This is an optimization exercise on Yosys and OpenROAD, whose aim is small area, a short achievable clock period and few clock cycles per item, not a production implementation. In this exercise RTL edits were held to simulation tests only and were not proved equivalent to the original.

## design.v

```verilog
module sum_node (
    input  wire         clk,
    input  wire         rst,         
    input  wire         in_valid,
    output wire         in_ready,
    input  wire [255:0] in_x,        
    input  wire [31:0]  in_cs,       
    input  wire [31:0]  in_ce,       
    input  wire         in_last,     
    output wire         out_valid,
    input  wire         out_ready,
    output wire [255:0] out_y,       
    output wire         out_sat      
);
    localparam [2:0] S_IDLE  = 3'd0,
                     S_MAC   = 3'd1,
                     S_ROUND = 3'd2,
                     S_OUT   = 3'd3;
    reg  [2:0]   state;
    reg  [2:0]   i;
    reg          first;           
    reg          last;
    reg  [255:0] x;
    reg  [31:0]  cs;
    reg  [31:0]  ce;
    reg  [639:0] acc;             
    reg  [255:0] y;
    reg          sat;
    wire signed [32:0] c_diff  = $signed({ce[31], ce}) - $signed({cs[31], cs});
    wire signed [36:0] c_scl   = c_diff * $signed({1'b0, {1'b0, i} + 4'd1});
    wire signed [33:0] c_q     = c_scl[36:3];                       
    wire        [2:0]  c_r     = c_scl[2:0];
    wire               c_up    = (c_r > 3'd4) || (c_r == 3'd4 && c_q[0]);
    wire signed [33:0] c_step  = c_q + {33'd0, c_up};
    wire signed [33:0] c_full  = $signed({{2{cs[31]}}, cs}) + c_step;
    wire signed [31:0] c_i     = c_full[31:0];
    wire signed [31:0] x_i     = x[32*i +: 32];
    wire signed [63:0] prod    = x_i * c_i;
    wire signed [79:0] prod_x  = {{16{prod[63]}}, prod};
    wire        [79:0] acc_i   = acc[80*i +: 80];
    wire        [79:0] acc_new = (first ? 80'd0 : acc_i) + prod_x;
    wire signed [52:0] r_q     = acc_i[79:27];
    wire        [26:0] r_r     = acc_i[26:0];
    wire               r_up    = (r_r > 27'h400_0000) || (r_r == 27'h400_0000 && r_q[0]);
    wire signed [53:0] r_v     = $signed({r_q[52], r_q}) + $signed({53'd0, r_up});
    wire               r_hi    = r_v > $signed(54'h7FFF_FFFF);
    wire               r_lo    = r_v < -$signed(54'h8000_0000);
    wire        [31:0] r_y     = r_hi ? 32'h7FFF_FFFF : r_lo ? 32'h8000_0000 : r_v[31:0];
    assign in_ready  = (state == S_IDLE);
    assign out_valid = (state == S_OUT);
    assign out_y     = y;
    assign out_sat   = sat;
    always @(posedge clk) begin
        if (rst) begin
            state <= S_IDLE;
            first <= 1'b1;
        end else begin
            case (state)
            S_IDLE: begin
                if (in_valid) begin
                    x     <= in_x;
                    cs    <= in_cs;
                    ce    <= in_ce;
                    last  <= in_last;
                    i     <= 3'd0;
                    state <= S_MAC;
                end
            end
            S_MAC: begin
                acc[80*i +: 80] <= acc_new;
                if (i == 3'd7) begin
                    first <= 1'b0;
                    i     <= 3'd0;
                    sat   <= 1'b0;
                    state <= last ? S_ROUND : S_IDLE;
                end else begin
                    i <= i + 3'd1;
                end
            end
            S_ROUND: begin
                y[32*i +: 32] <= r_y;
                if (r_hi || r_lo)
                    sat <= 1'b1;
                if (i == 3'd7) begin
                    first <= 1'b1;
                    state <= S_OUT;
                end else begin
                    i <= i + 3'd1;
                end
            end
            S_OUT: begin
                if (out_ready)
                    state <= S_IDLE;
            end
            default: state <= S_IDLE;
            endcase
        end
    end
endmodule
```

## run.sh

```bash
#!/bin/bash
# synth_recipe.tcl (not shown) runs the flow's synth.tcl, then flattens the netlist and writes it again
# the make line also repeats each setting of config.mk as NAME=value (left out here)
make -C /OpenROAD-flow-scripts/flow DESIGN_CONFIG=/design/flow/config.mk WORK_HOME=/design/flow/orfs CLKGATE_MAP_FILE= SYNTH_SCRIPT=/design/flow/synth_recipe.tcl finish
```

## config.mk

```make
export PLATFORM = sky130hd
export DESIGN_NAME = sum_node
export DESIGN_NICKNAME = sum_node
export VERILOG_FILES = /design/flow/design.v
export SDC_FILE = /design/flow/constraint.sdc
export NUM_CORES = 4
export LEC_CHECK = 0
export CAP_MARGIN = 20
export CORE_MARGIN = 2
export CORE_UTILIZATION = 40
export SLEW_MARGIN = 20
```

## constraint.sdc

```tcl
create_clock -name core_clock -period 22.0 [get_ports {clk}]
set_input_delay 4.4000 -clock core_clock [delete_from_list [all_inputs] [get_ports {clk}]]
set_output_delay 4.4000 -clock core_clock [all_outputs]
set_load 0.01 [all_outputs]
```

==> results.txt <==
## placed cells by master (no fill, tap or decap), types with 65 or more instances in the layout
master	count
a21o_1	127
a21oi_1	563
a22o_1	126
a22oi_1	174
and2_1	244
buf_4	323
clkbuf_16	154
clkdlybuf4s50_1	583
edfxtp_1	1221
fa_1	1149
ha_1	409
inv_1	1363
mux2i_1	92
mux4_2	202
nand2_1	1482
nand2b_1	72
nand3_1	80
nor2_1	478
nor3_1	80
o21ai_0	467
o21ai_1	178
o221ai_1	224
xnor2_1	151
xor2_1	65
## registers in the layout, summed over array words and instances (netlist names)
name / flops
ce: 32
y: 256
x: 256
first: 1
sat: 1
acc: 640
i: 3
last: 1
state: 2
cs: 32
## metrics by stage
step	util, %	hold slack [ns]	setup WS, ns
2_1_floorplan	-	0.4880	0.5127
3_3_place_gp	44.34	0.5111	0.6357
3_5_place_dp	44.35	0.5415	0.2604
4_1_cts	46.09	0.5543	0.1792
5_1_grt	46.19	0.5788	-0.05912
6_report	46.21	0.5499	1.057
## path summary, 6_finish.rpt
path	start	to	cells past startpoint
worst min register to register	state[0]	state[0]	2
worst min-delay path	state[0]	state[0]	2
worst max-delay path	cs[0]	acc[479]	86
worst max register to register	cs[0]	acc[479]	86
## repair_timing
action / in CTS / in global routing
hold buffers: 0 / 0
resized for setup: 0 / 24
endpoints found under the setup margin: 0 / 534
## layout make-up
type	instances	area [sq um]
diodes	29	72.57
clock buffers	181	3955
clock inverters	89	737.0
fillers	25230	145600
inverters	1369	5149
multi-input cells	7267	65510
flip-flops and latches	1224	36730
well taps	3570	4467
repair buffers	920	8497
## per-layer routing
metal	up-vias	share of wire (%)	GRT usage, %
met5	-	0.23	1.541
met4	44	7.7	22.22
met3	1839	14	14.16
met2	7042	41	51.38
met1	47700	38	47.80
li1	37130	-	-
## worst max-delay path: cells and delay by family, from the launching register on
| family | cells | cell delay, ns |
|---|---|---|
| flip-flops | 1 | 0.43 |
| XOR/XNOR | 6 | 1.24 |
| AO/OA/AOI/OAI | 43 | 8.45 |
| AND/OR/NAND/NOR | 12 | 2.45 |
| adder cells (fa/ha/maj) | 17 | 7.12 |
| multiplexers | 1 | 0.24 |
| buffers and inverters | 7 | 0.79 |
## logic make-up (layout without fill, tap and decap cells)
family | count (synthesis) | after routing | share of synthesized area (%)
AO/OA/AOI/OAI | 2297 | 2297 | 13.78
XOR/XNOR | 275 | 275 | 2.273
adder cells (fa/ha/maj) | 1562 | 1562 | 25.87
buffers and inverters | 1962 | 2559 | 7.067
flip-flops | 1224 | 1224 | 33.73
multiplexers | 360 | 360 | 6.030
other | 0 | 29 | 0
AND/OR/NAND/NOR | 2773 | 2773 | 11.24
==> results.ini <==
[synth]
synth_fp_nets=12340
synth.avg_cell_area_sq_um=10.41
synth_ff_type=edfxtp_1
synth_edf_count=1221
yosys_warnings=1
synth_seq_area_share_pct=33.73
synth_top_cells_by_area=edfxtp_1, fa_1, nand2_1
ys_ff_latch=1224
yosysMostFrequentCell=nand2_1
netlist_area_sq_mm=0.1089
async_reset_ff_share_pct=0
synth_top_cell_by_area=edfxtp_1
synthCells=10450
synth_top_area_share_pct=33.68
ys_types=115
synthTopCellsByCount=nand2_1, inv_1, edfxtp_1

[floorplan]
dieArea_sq_mm=0.2764
start_util_pct=40.21
rows=191
die-height_um=525.7
die_x_um=525.7
core_area_sq_mm=0.2708
ios=584

[sta]
fin_crit_sh_pct=95.19
timing.fmax_mhz=47.75
hold_viol=0
period_minus_slack_ns=20.94
tightestPinTransition_ns=1.392
relSlewSlack_pct=5.348
fin_setup_tns_ns=0
finalMaxSlewViolations=0
final.setup_skew_ns=0.1017
setup_violations=0

[final_layout]
fin_nets=12820
final_area_sq_mm=0.1251
area_growth_pct=14.93
stdcell_count=14650
drive_gt1_share_pct=9.538

[routing]
drc=0
wl_um=518200
via_count=93750
ant_nets=0
first_pass_iters=11
vias_per_cell=6.400
drtIter0Drc=15100
avgRoutedWirePerCell_um=35.38

[worst_setup_path]
critPathKind=register to register
critPathMaxStageDelay_ns=0.51
crit_fanout=14
path_common_cell=fa_1
arrival_ns=21.63
crit_path_top_delay_cell=fa_1
r2r_setup_slack_ns=1.06
end_kind=register
critPathLaunchType=register
cp.required_ns=22.69

[clocking]
path_clk_slew_ns=0.06
ctsHtreeMaxLevel=4
clk_latency_ns=0.94
numClockSinks=1224
root_buffer=clkbuf_16
cts_setup_buffers=0
tritoncts=built
max-clock-path-buffers=4
cts_buffers=154

[global_routing]
overflow=0
antenna_found_initial=46
grt_pass1_vias=91310
grt_max_degree=185
grt_usage_pct=36.77
grt_pass1_wl_um=719300

[placement]
dp.cells=14350
place.gp.congestion=1.054
post_dp_cell_area_sq_mm=0.1201
post-dp-hpwl_um=375100
portBuffers=583

[outcome]
status=finished clean

[job]
max_cap_violations=0

[hold_path]
hp-class=register to register

Testbench counts, summed over its fixed seeds: cycles 72,459, sends 7,571.

-- afterwards: timing with drivers on the ports --
Ports are ideal in the flow. The routed layout listed here was re-timed in OpenROAD.
Step 1 assumes that a clkbuf_16 drives the clock port and a buf_2 every other input.
Step 2 also shifts input and output timing later by t, the mid clock arrival at the registers, as if the neighbouring blocks saw the same clock.
Three values: no drivers, after step 1, after step 2; two values: the first two.
shift t [ns]: 0.993
setup WS [ns]: 1.057 / 1.057 / 1.057
hold WS [ns]: 0.550 / 0.550 / 0.550
cell pins on the clock port's net: 1
After both steps this run still meets setup and hold. For this run, drivers alone change the setup slack by 0.000 ns; drivers and shift together by 0.000 ns.
